This design comes from an exercise in tuning for small area, a short achievable clock period and few clock cycles per item on the open sky130 flow, not from production work. The RTL was checked by simulation tests, not by an equivalence proof against the original design. Power is estimated from default activity; no workload was simulated.

**flow/run.sh**
```bash
#!/bin/bash
# synth_recipe.tcl (not shown) runs the flow's synth.tcl, then flattens the netlist and writes it again
# the make line also repeats each setting of config.mk as NAME=value (left out here)
make -C /OpenROAD-flow-scripts/flow DESIGN_CONFIG=/design/flow/config.mk WORK_HOME=/design/flow/orfs CLKGATE_MAP_FILE= SYNTH_SCRIPT=/design/flow/synth_recipe.tcl finish
```
**flow/config.mk**
```make
export PLATFORM = sky130hd
export DESIGN_NAME = fp8_dot_exact
export DESIGN_NICKNAME = fp8_dot_exact
export VERILOG_FILES = /design/flow/design.v
export SDC_FILE = /design/flow/constraint.sdc
export NUM_CORES = 4
export LEC_CHECK = 0
export CAP_MARGIN = 20
export CORE_MARGIN = 2
export CORE_UTILIZATION = 40
export SLEW_MARGIN = 20
```
**flow/constraint.sdc**
```tcl
create_clock -name core_clock -period 25.0 [get_ports {clk}]
set_input_delay 5.0000 -clock core_clock [delete_from_list [all_inputs] [get_ports {clk}]]
set_output_delay 5.0000 -clock core_clock [all_outputs]
set_load 0.01 [all_outputs]
```
**flow/design.v**
```verilog
module fp8_decode (
    input  wire [7:0] x,
    input  wire       e5,       
    output wire [3:0] mant,
    output wire [4:0] sh,
    output wire       is_zero,
    output wire       is_inf,
    output wire       is_nan
);
    wire       n4    = |x[6:3];
    wire       nan4  = &x[6:0];
    wire [4:0] sh4   = n4 ? ({1'b0, x[6:3]} + 5'd7) : 5'd8;
    wire       n5    = |x[6:2];
    wire       top5  = &x[6:2];
    wire [4:0] sh5   = n5 ? (x[6:2] - 5'd1) : 5'd0;
    assign is_nan  = e5 ? (top5 & |x[1:0]) : nan4;
    assign is_inf  = e5 & top5 & ~|x[1:0];
    assign is_zero = e5 ? ~|x[6:0] : ~|x[6:0];
    assign mant    = e5 ? (top5 ? 4'd0 : {n5, x[1:0], 1'b0})
                        : (nan4 ? 4'd0 : {n4, x[2:0]});
    assign sh      = e5 ? sh5 : sh4;
endmodule
module fp8_mul_lane (
    input  wire [7:0]  a,
    input  wire        a_e5,
    input  wire [7:0]  b,
    input  wire        b_e5,
    output wire [64:0] row,
    output wire        neg,
    output wire        nan,
    output wire        pinf,
    output wire        ninf
);
    wire       za, zb, ia, ib, na, nb;
    wire [3:0] ma, mb;
    wire [4:0] sha, shb;
    fp8_decode dec_a (.x(a), .e5(a_e5), .mant(ma), .sh(sha),
                      .is_zero(za), .is_inf(ia), .is_nan(na));
    fp8_decode dec_b (.x(b), .e5(b_e5), .mant(mb), .sh(shb),
                      .is_zero(zb), .is_inf(ib), .is_nan(nb));
    assign neg = a[7] ^ b[7];
    wire [7:0]  pm  = ma * mb;
    wire [5:0]  psh = sha + shb;
    wire [65:0] sft = {58'd0, pm} << psh;
    wire [63:0] mag = sft[65:2];
    assign row  = {~neg, mag ^ {64{neg}}};
    assign nan  = na | nb | (ia & zb) | (ib & za);
    assign pinf = !nan & (ia | ib) & !neg;
    assign ninf = !nan & (ia | ib) & neg;
endmodule
module acc_convert (
    input  wire        clk,
    input  wire        rst,
    input  wire        in_v,
    input  wire [88:0] acc,
    input  wire        f_nan,
    input  wire        f_pinf,
    input  wire        f_ninf,
    input  wire [2:0]  fmt,      
    input  wire [1:0]  mode,     
    input  wire        sat,
    input  wire [31:0] rword,
    output reg         out_v,
    output reg  [31:0] res
);
    wire        s = acc[88];
    wire [87:0] G = acc[87:0] ^ {88{s}};
    wire [127:0] gp = {40'd0, G};
    wire [63:0]  v1;  wire [63:0]  p1;
    wire [31:0]  v2;  wire [63:0]  p2;
    wire [15:0]  v3;  wire [47:0]  p3;
    wire [7:0]   v4;  wire [31:0]  p4;
    wire [3:0]   v5;  wire [19:0]  p5;
    wire [1:0]   v6;  wire [11:0]  p6;
    genvar i;
    generate
        for (i = 0; i < 64; i = i + 1) begin : l1
            assign v1[i] = gp[2*i+1] | gp[2*i];
            assign p1[i] = gp[2*i+1];
        end
        for (i = 0; i < 32; i = i + 1) begin : l2
            assign v2[i] = v1[2*i+1] | v1[2*i];
            assign p2[2*i +: 2] = v1[2*i+1] ? {1'b1, p1[2*i+1]} : {1'b0, p1[2*i]};
        end
        for (i = 0; i < 16; i = i + 1) begin : l3
            assign v3[i] = v2[2*i+1] | v2[2*i];
            assign p3[3*i +: 3] = v2[2*i+1] ? {1'b1, p2[2*(2*i+1) +: 2]} : {1'b0, p2[2*(2*i) +: 2]};
        end
        for (i = 0; i < 8; i = i + 1) begin : l4
            assign v4[i] = v3[2*i+1] | v3[2*i];
            assign p4[4*i +: 4] = v3[2*i+1] ? {1'b1, p3[3*(2*i+1) +: 3]} : {1'b0, p3[3*(2*i) +: 3]};
        end
        for (i = 0; i < 4; i = i + 1) begin : l5
            assign v5[i] = v4[2*i+1] | v4[2*i];
            assign p5[5*i +: 5] = v4[2*i+1] ? {1'b1, p4[4*(2*i+1) +: 4]} : {1'b0, p4[4*(2*i) +: 4]};
        end
        for (i = 0; i < 2; i = i + 1) begin : l6
            assign v6[i] = v5[2*i+1] | v5[2*i];
            assign p6[6*i +: 6] = v5[2*i+1] ? {1'b1, p5[5*(2*i+1) +: 5]} : {1'b0, p5[5*(2*i) +: 5]};
        end
    endgenerate
    wire [6:0] L = v6[1] ? {1'b1, p6[11:6]} : {1'b0, p6[5:0]};
    wire       gz = ~(v6[1] | v6[0]);
    reg [6:0] EM;
    reg [4:0] SA;
    reg [7:0] EB;
    always @* begin
        case (fmt)
            3'd1:    begin EM = 7'd0;  SA = 5'd16; EB = 8'd94;  end
            3'd2:    begin EM = 7'd18; SA = 5'd13; EB = -8'd18; end
            3'd3:    begin EM = 7'd26; SA = 5'd20; EB = -8'd26; end
            3'd4:    begin EM = 7'd18; SA = 5'd21; EB = -8'd18; end
            default: begin EM = 7'd0;  SA = 5'd0;  EB = 8'd94;  end
        endcase
    end
    wire [6:0] E  = (L > EM) ? L : EM;
    wire [6:0] sa = E + {2'd0, SA};            
    wire [7:0] eb = {1'b0, E} + EB;            
    wire [6:0] rsub = 7'd55 - sa;
    wire [4:0] rot  = (sa >= 7'd55) ? 5'd0 : rsub[4:0];
    wire [31:0] rsh = rword << rot;
    reg        a_v, a_s, a_zero, a_nan, a_inf, a_ineg, a_sat;
    reg [87:0] a_G;
    reg [6:0]  a_sa;
    reg [7:0]  a_eb;
    reg [31:0] a_rsh;
    reg [2:0]  a_fmt;
    reg [1:0]  a_mode;
    always @(posedge clk) begin
        a_v    <= in_v & ~rst;
        a_s    <= s;
        a_zero <= ~s & gz;
        a_nan  <= f_nan | (f_pinf & f_ninf);
        a_inf  <= f_pinf | f_ninf;
        a_ineg <= f_ninf;
        a_sat  <= sat;
        a_G    <= G;
        a_sa   <= sa;
        a_eb   <= eb;
        a_rsh  <= rsh;
        a_fmt  <= fmt;
        a_mode <= mode;
    end
    wire [142:0] X  = {a_G, {55{a_s}}};
    wire [142:0] XS = X >> a_sa;
    wire [56:0]  W  = XS[56:0];
    wire [24:0]  m_raw = W[56:32];
    wire [31:0]  cut   = W[31:0];
    wire [87:0]  F = a_G ^ {88{a_s}};
    reg  [87:0]  lowmask;
    integer j;
    always @* begin
        for (j = 0; j < 88; j = j + 1)
            lowmask[j] = ({1'b0, a_sa} > (j + 55));
    end
    wire sticky = |(F & lowmask);
    wire cin    = a_s & ~sticky;
    reg [31:0] radd;
    always @* begin
        case (a_mode)
            2'd0:    radd = (sticky | m_raw[0]) ? 32'h8000_0000 : 32'h7FFF_FFFF;
            2'd2:    radd = a_rsh;
            default: radd = 32'd0;
        endcase
    end
    wire [32:0] rsum = {1'b0, cut} + {1'b0, radd} + {32'd0, cin};
    wire        inc  = rsum[32];
    reg [30:0] ebs;
    always @* begin
        case (a_fmt)
            3'd1:    ebs = {16'd0, a_eb, 7'd0};
            3'd2:    ebs = {13'd0, a_eb, 10'd0};
            3'd3:    ebs = {20'd0, a_eb, 3'd0};
            3'd4:    ebs = {21'd0, a_eb, 2'd0};
            default: ebs = {a_eb, 23'd0};
        endcase
    end
    wire [30:0] body0 = ebs + {6'd0, m_raw};
    reg        b_v, b_s, b_zero, b_nan, b_inf, b_ineg, b_inc, b_ovinf;
    reg [30:0] b_body0;
    reg [2:0]  b_fmt;
    always @(posedge clk) begin
        b_v     <= a_v & ~rst;
        b_s     <= a_s;
        b_zero  <= a_zero;
        b_nan   <= a_nan;
        b_inf   <= a_inf;
        b_ineg  <= a_ineg;
        b_inc   <= inc;
        b_ovinf <= ~a_sat & (a_mode != 2'd1);
        b_body0 <= body0;
        b_fmt   <= a_fmt;
    end
    wire [30:0] body = b_body0 + {30'd0, b_inc};
    reg [31:0] SGN, NANC, INFC, MAXC;
    reg        HAS_INF;
    reg        over;
    always @* begin
        SGN = 32'h8000_0000; NANC = 32'h7FC0_0000; INFC = 32'h7F80_0000;
        MAXC = 32'h7F7F_FFFF; HAS_INF = 1'b1; over = 1'b0;
        case (b_fmt)
            3'd1: begin
                SGN = 32'h8000; NANC = 32'h7FC0; INFC = 32'h7F80; MAXC = 32'h7F7F;
            end
            3'd2: begin
                SGN = 32'h8000; NANC = 32'h7E00; INFC = 32'h7C00; MAXC = 32'h7BFF;
                over = body > 31'h7BFF;
            end
            3'd3: begin
                SGN = 32'h80; NANC = 32'h7F; INFC = 32'h7E; MAXC = 32'h7E; HAS_INF = 1'b0;
                over = body > 31'h7E;
            end
            3'd4: begin
                SGN = 32'h80; NANC = 32'h7E; INFC = 32'h7C; MAXC = 32'h7B;
                over = body > 31'h7B;
            end
            default: ;
        endcase
    end
    reg [31:0] r;
    always @* begin
        if (b_nan)
            r = NANC;
        else if (b_inf)
            r = (b_ineg ? SGN : 32'd0) | (HAS_INF ? INFC : MAXC);
        else if (b_zero)
            r = 32'd0;
        else if (over)
            r = (b_s ? SGN : 32'd0) | ((HAS_INF && b_ovinf) ? INFC : MAXC);
        else
            r = (b_s ? SGN : 32'd0) | {1'b0, body};
    end
    always @(posedge clk) begin
        out_v <= b_v & ~rst;
        res   <= r;
    end
endmodule
module fp8_dot_exact #(
    parameter LANES = 8
) (
    input  wire                 clk,
    input  wire                 rst,
    input  wire                 in_valid,
    output wire                 in_ready,
    input  wire                 in_last,
    input  wire                 a_e5,
    input  wire                 b_e5,
    input  wire [8*LANES-1:0]   a,
    input  wire [8*LANES-1:0]   b,
    input  wire [2:0]           out_fmt,
    input  wire [1:0]           rnd_mode,
    input  wire                 sat,
    input  wire [31:0]          rword,
    output wire                 out_valid,
    output wire [31:0]          out_data
);
    assign in_ready = 1'b1;
    reg                r0_v, r0_last, r0_ae5, r0_be5;
    reg [8*LANES-1:0]  r0_a, r0_b;
    reg [2:0]          r0_fmt;
    reg [1:0]          r0_mode;
    reg                r0_sat;
    reg [31:0]         r0_rword;
    always @(posedge clk) begin
        r0_v     <= in_valid & ~rst;
        r0_last  <= in_last;
        r0_ae5   <= a_e5;
        r0_be5   <= b_e5;
        r0_a     <= a;
        r0_b     <= b;
        r0_fmt   <= out_fmt;
        r0_mode  <= rnd_mode;
        r0_sat   <= sat;
        r0_rword <= rword;
    end
    wire [65*LANES-1:0] rows;
    wire [LANES-1:0]    l_neg, l_nan, l_pinf, l_ninf;
    genvar g;
    generate
        for (g = 0; g < LANES; g = g + 1) begin : lane
            fp8_mul_lane mul (
                .a(r0_a[8*g +: 8]), .a_e5(r0_ae5),
                .b(r0_b[8*g +: 8]), .b_e5(r0_be5),
                .row(rows[65*g +: 65]), .neg(l_neg[g]),
                .nan(l_nan[g]), .pinf(l_pinf[g]), .ninf(l_ninf[g])
            );
        end
    endgenerate
    reg [3:0] nneg;
    integer k;
    always @* begin
        nneg = 4'd0;
        for (k = 0; k < LANES; k = k + 1)
            nneg = nneg + {3'd0, l_neg[k]};
    end
    wire [67:0] x0 = {3'd0, rows[  0 +: 65]};
    wire [67:0] x1 = {3'd0, rows[ 65 +: 65]};
    wire [67:0] x2 = {3'd0, rows[130 +: 65]};
    wire [67:0] x3 = {3'd0, rows[195 +: 65]};
    wire [67:0] x4 = {3'd0, rows[260 +: 65]};
    wire [67:0] x5 = {3'd0, rows[325 +: 65]};
    wire [67:0] x6 = {3'd0, rows[390 +: 65]};
    wire [67:0] x7 = {3'd0, rows[455 +: 65]};
    wire [67:0] x8 = {64'd0, nneg};
    wire [67:0] s0 = x0 ^ x1 ^ x2;
    wire [67:0] c0 = {((x0 & x1) | (x0 & x2) | (x1 & x2)), 1'b0};
    wire [67:0] s1 = x3 ^ x4 ^ x5;
    wire [67:0] c1 = {((x3 & x4) | (x3 & x5) | (x4 & x5)), 1'b0};
    wire [67:0] s2 = x6 ^ x7 ^ x8;
    wire [67:0] c2 = {((x6 & x7) | (x6 & x8) | (x7 & x8)), 1'b0};
    wire [67:0] s3 = s0 ^ c0 ^ s1;
    wire [67:0] c3 = {((s0 & c0) | (s0 & s1) | (c0 & s1)), 1'b0};
    wire [67:0] s4 = c1 ^ s2 ^ c2;
    wire [67:0] c4 = {((c1 & s2) | (c1 & c2) | (s2 & c2)), 1'b0};
    wire [67:0] s5 = s3 ^ c3 ^ s4;
    wire [67:0] c5 = {((s3 & c3) | (s3 & s4) | (c3 & s4)), 1'b0};
    wire [67:0] s6 = s5 ^ c5 ^ c4;
    wire [67:0] c6 = {((s5 & c5) | (s5 & c4) | (c5 & c4)), 1'b0};
    reg        r1_v, r1_last;
    reg [67:0] r1_s, r1_c;
    reg        r1_nan, r1_pinf, r1_ninf;
    reg [2:0]  r1_fmt;
    reg [1:0]  r1_mode;
    reg        r1_sat;
    reg [31:0] r1_rword;
    always @(posedge clk) begin
        r1_v     <= r0_v & ~rst;
        r1_last  <= r0_last;
        r1_s     <= s6;
        r1_c     <= c6;
        r1_nan   <= |l_nan;
        r1_pinf  <= |l_pinf;
        r1_ninf  <= |l_ninf;
        r1_fmt   <= r0_fmt;
        r1_mode  <= r0_mode;
        r1_sat   <= r0_sat;
        r1_rword <= r0_rword;
    end
    reg        fresh;
    reg [88:0] acc;
    reg        f_nan, f_pinf, f_ninf;
    wire [88:0] acc_in = fresh ? 89'd0 : acc;
    wire [88:0] ys = {21'd0, r1_s};
    wire [88:0] yc = {21'd0, r1_c};
    wire [88:0] t1s = acc_in ^ ys ^ yc;
    wire [88:0] t1c = {((acc_in & ys) | (acc_in & yc) | (ys & yc)), 1'b0};
    wire [88:0] kk  = {22'h3FFFFF, 67'd0};
    wire [88:0] t2s = t1s ^ t1c ^ kk;
    wire [88:0] t2c = {((t1s & t1c) | (t1s & kk) | (t1c & kk)), 1'b0};
    wire [88:0] acc_next = t2s + t2c;
    reg        fin_v;
    reg [2:0]  fin_fmt;
    reg [1:0]  fin_mode;
    reg        fin_sat;
    reg [31:0] fin_rword;
    always @(posedge clk) begin
        if (rst) begin
            fresh <= 1'b1;
        end else if (r1_v) begin
            fresh <= r1_last;
        end
        if (r1_v) begin
            acc    <= acc_next;
            f_nan  <= (~fresh & f_nan)  | r1_nan;
            f_pinf <= (~fresh & f_pinf) | r1_pinf;
            f_ninf <= (~fresh & f_ninf) | r1_ninf;
        end
        fin_v     <= r1_v & r1_last & ~rst;
        fin_fmt   <= r1_fmt;
        fin_mode  <= r1_mode;
        fin_sat   <= r1_sat;
        fin_rword <= r1_rword;
    end
    acc_convert conv (
        .clk(clk), .rst(rst),
        .in_v(fin_v), .acc(acc), .f_nan(f_nan), .f_pinf(f_pinf), .f_ninf(f_ninf),
        .fmt(fin_fmt), .mode(fin_mode), .sat(fin_sat), .rword(fin_rword),
        .out_v(out_valid), .res(out_data)
    );
endmodule
```
==> summary.txt <==
- Clock skew: 60.2 ps
- NetSw: 6.09 mW
- Starting density of the core: 40.2%
- Mapped Area: 0.0717 mm2
- Via/cell ratio: 5.59
- FFs w/ async S/R, synth: 0%
- Slew HR: 16.6%
- DRC Markers: 0
- GPL Wtd Cong: 1.07
- Ys flop type: dfxtp_1
- Largest net degree at the start of global routing: 82
- Die ar.: 0.183 mm2
- Drt total wl: 257 mm
- Worst-case reg-to-reg path depth: 27
- I/O Buffers: 204
- Ports: 206
- Max cap viols: 0
- Post-route setup TNS: 0 ps
- Max stage delay cell, worst path: buf_4
- Worst Hold Depth: 0
- Period utilization: 36.8%
- Final Setup Violations: 0
- Leak: 33.7 nW
- CTS tree: done
- Vias: 61500
- HPWL Detailed: 211 mm
- CP Data Required Time: 25590 ps
- Die X: 427 um
- Setup Fix Bufs, Post-CTS: 0
- Rows: 155
- Switching Share: 52.4%
- Routed WL per cell: 23.3 um
- Share of cells above drive strength 1: 5.72%
- Worst-path clk slew: 70 ps
- Status: no timing/DRC/antenna violations
- Setup crit end kind: flop
- Buf/Inv on CP: 5
- Yosys reg bits: 700
- Total CTS buffers: 80
- Worst Path Max Fanout: 81
- Setup WS pre-CTS: 15990 ps
- Syn avg cell area: 8.30 um2
- Post-synth top area share: 17.0%
- DRT iter0 DRCs: 5490
- EDFF count, synth: 92
- Proportion of synthesized chip area in sequential cells: 20.8%
- VDD IR max: 122 uV
- Unrepaired setup endpoints after global routing: false
- Gate power share: 71.8%
- All-Layer GR Usage: 27.7%
- Fin Hold WS: 324 ps
- Hold-fix buffers, CTS: 0
- Layout net count: 9752
- Max Root-Sink Buffers: 3
- GRT Residual Overflow: 0
- Slew @ Worst Pin: 1250 ps
- Synth unique cells: 112
- Syn nets: 9806
- P_int: 5.55 mW
- Worst path depth: 27
- H-Tree Depth: 3
- Die H: 427 um
- Insertion delay to the later sink of the worst-skew pair: 740 ps
- HP Class: flop to flop
- Clk sinks: 700
- Fin crit period: 9200 ps
- Cell family with most CP delay: compound AO/OA/AOI/OAI gates
- CP Launch Type: flop
- Fmax: 0.109 GHz
- Max-slew violation count: 0
- Setup CP Type: flop to flop
- Post-Syn Instances: 8640
- Cts repair resizes: 0
- First-pass GRT wire length: 380 mm
- Pre-antenna DRT Iters: 6
- Pwr/cell area: 148 mW/mm2
- Setup ws final: 15800 ps
- Seq pwr share: 17.6%
- Ranking of synthesized cells by area: dfxtp_1, fa_1, xnor2_1
- CTS Root Cell: clkbuf_16
- Arr. time, crit path: 9790 ps
- Antenna Violating Nets Remaining: 0
- YS warnings: 2
- P&R area growth vs syn: 9.67%
- Final hold vios: 0
- Yosys top cell by area: dfxtp_1
- CP peak stage delay: 850 ps
- Core area: 0.178 mm2
- Initial antenna violation count: 7
- Clock network power share: 10.6%
- Vias in the first global route: 59900
[flip-flops by register name (all words and copies together), names as in the netlist, 7 cells and up]
register,count
acc,89
conv.a_G,88
conv.a_eb,8
conv.a_rsh,32
conv.a_sa,7
conv.b_body0,31
conv.res,32
fin_rword,32
r0_a,64
r0_b,64
r0_rword,32
r1_c,66
r1_rword,32
r1_s,67
[synthesized netlist by cell type (37+ instances only)]
cell type	n
nand2_1	930
nor2_1	877
inv_1	836
xnor2_1	712
dfxtp_1	608
fa_1	502
ha_1	492
a21oi_1	488
o21ai_0	383
clkbuf_1	318
nand3_1	195
mux2i_1	186
xor2_1	177
a21o_1	163
nor2b_1	151
nor3_1	146
edfxtp_1	92
mux4_2	87
o22ai_1	82
nand2b_1	69
mux2_2	68
nand4_1	67
a31oi_1	61
buf_1	61
a22oi_1	58
o211ai_1	57
a211oi_1	53
o21bai_1	51
and2_1	44
or2_2	42
and3_1	38
or3_1	37
[worst register-to-register path, stage by stage, from the launching register on]
cell	delay [ps]
edfxtp_1	830
buf_4	760
buf_4	890
nand3_1	210
a2bb2o_1	360
nand4_1	330
o21ai_2	360
o221ai_1	180
a31oi_1	300
ha_1	280
and2_1	180
and4_1	210
o21a_2	140
o211ai_4	340
inv_2	110
ha_1	240
a21o_1	160
a21oi_1	220
inv_1	70
a21oi_1	160
o21a_1	410
inv_1	510
nor2_1	310
nand2_2	420
nor3b_1	510
nor2_1	110
a211o_1	310
and3_1	180
[per-stage QoR]
| step | cell area, um2 | power (mW) | instances | utilization (%) |
|---|---|---|---|---|
| after floorplan | 71700 | 7.25 | 8640 | - |
| after CTS | 78600 | 11.5 | 11000 | 44.1 |
| after global placement | 75800 | 10.1 | 10900 | 42.6 |
| final | 78700 | 11.6 | 11000 | 44.1 |
| after global routing | 78700 | 12.6 | 11000 | 44.1 |
| after detailed placement | 75900 | 10.3 | 10900 | 42.6 |
[power by group through the flow]
stage / logic (mW) / clock network (mW) / registers, mW
2_1_floorplan: 5.36 / 0 / 1.88
3_3_place_gp: 8.07 / 0 / 2.06
3_5_place_dp: 8.19 / 0 / 2.07
4_1_cts: 8.23 / 1.27 / 2.04
5_1_grt: 9.19 / 1.31 / 2.09
6_report: 8.36 / 1.23 / 2.05
[final timing paths]
| check | startpoint | end | slack, ps |
|---|---|---|---|
| setup / recovery | acc[88]$_DFFE_PP_ | conv.a_rsh[28]$_DFF_P_ | 15800 |
| hold / removal | r1_rword[7]$_DFF_P_ | fin_rword[7]$_DFF_P_ | 320 |
| setup reg to reg | acc[88]$_DFFE_PP_ | conv.a_rsh[28]$_DFF_P_ | 15800 |
| hold reg to reg | r1_rword[7]$_DFF_P_ | fin_rword[7]$_DFF_P_ | 320 |
[kinds of logic (layout without fill, tap and decap cells)]
family                     count (synthesis)  in the layout  synth area share (%)
AOI/OAI and AO/OA                       1713           1713                  15.2
other                                      1              4               0.00523
xor gates and xnor gates                 889            889                  10.9
muxes                                    343            343                  6.44
adders and majority gates                995            995                  22.6
and+or+nand+nor                         2734           2734                  17.3
DFF                                      700            700                  20.8
buffers and inverters                   1265           1274                  6.74
[area by class of cell]
cell class                      count  area, um2
Clock buffer                      103       2290
Timing Repair Buffer              279       2610
Clock inverter                     42        475
Fill cell                       17700      99600
Tap cell                         2355       2950
Sequential cell                   700      15000
Antenna cell                        3       7.51
Multi-Input combinational cell   6675      52200
Inverter                          850       3190
[placed cells by master (no fill, tap or decap), types with 69 or more instances in the layout]
cell type	Yosys	routed
a21oi_1	488	488
edfxtp_1	92	92
mux4_2	87	87
mux2i_1	186	186
o21ai_0	383	382
clkdlybuf4s50_1	0	204
inv_1	836	834
nor2b_1	151	151
buf_4	6	75
dfxtp_1	608	596
nor3_1	146	146
xor2_1	177	169
nand3_1	195	195
o22ai_1	82	82
a21o_1	163	163
xnor2_1	712	708
clkbuf_16	0	85
nor2_1	877	876
nand2b_1	69	69
nand2_1	930	930
ha_1	492	492
fa_1	502	502
[per-layer routing]
metal | vias to the layer above | track usage (%) | wire, um
li1 | 29100 | - | -
met1 | 29400 | 34.5 | 104000
met2 | 2395 | 44.1 | 114000
met3 | 575 | 3.57 | 16100
met4 | 0 | 19.7 | 21700
met5 | - | 0 | 0
Testbench counts, summed over its fixed seeds: cycles 36,788, beats 36,740.

-- re-timing with driven ports --
In the flow no input, the clock included, has a driving cell. The finished layout below was timed again as built, in two steps.
Step 1 assumes that a clkbuf_16 drives the clock port and a buf_2 every other input.
Step 2, shift: input delay + t, output delay - t, t = (earliest + latest rising clock arrival at the registers) / 2. This alone moves slack from input paths to output paths.
Three values: ideal, step 1, step 2; two values: the first two.
shift t [ns]: 0.784
setup WS [ns]: 15.805 / 15.805 / 15.805
worst hold slack (ns): 0.324 / 0.324 / 0.324
cell pins on the clock port's net: 1
After both steps setup and hold are still met in this run. For this run, drivers alone change the setup slack by 0.000 ns; drivers and shift together by 0.000 ns.
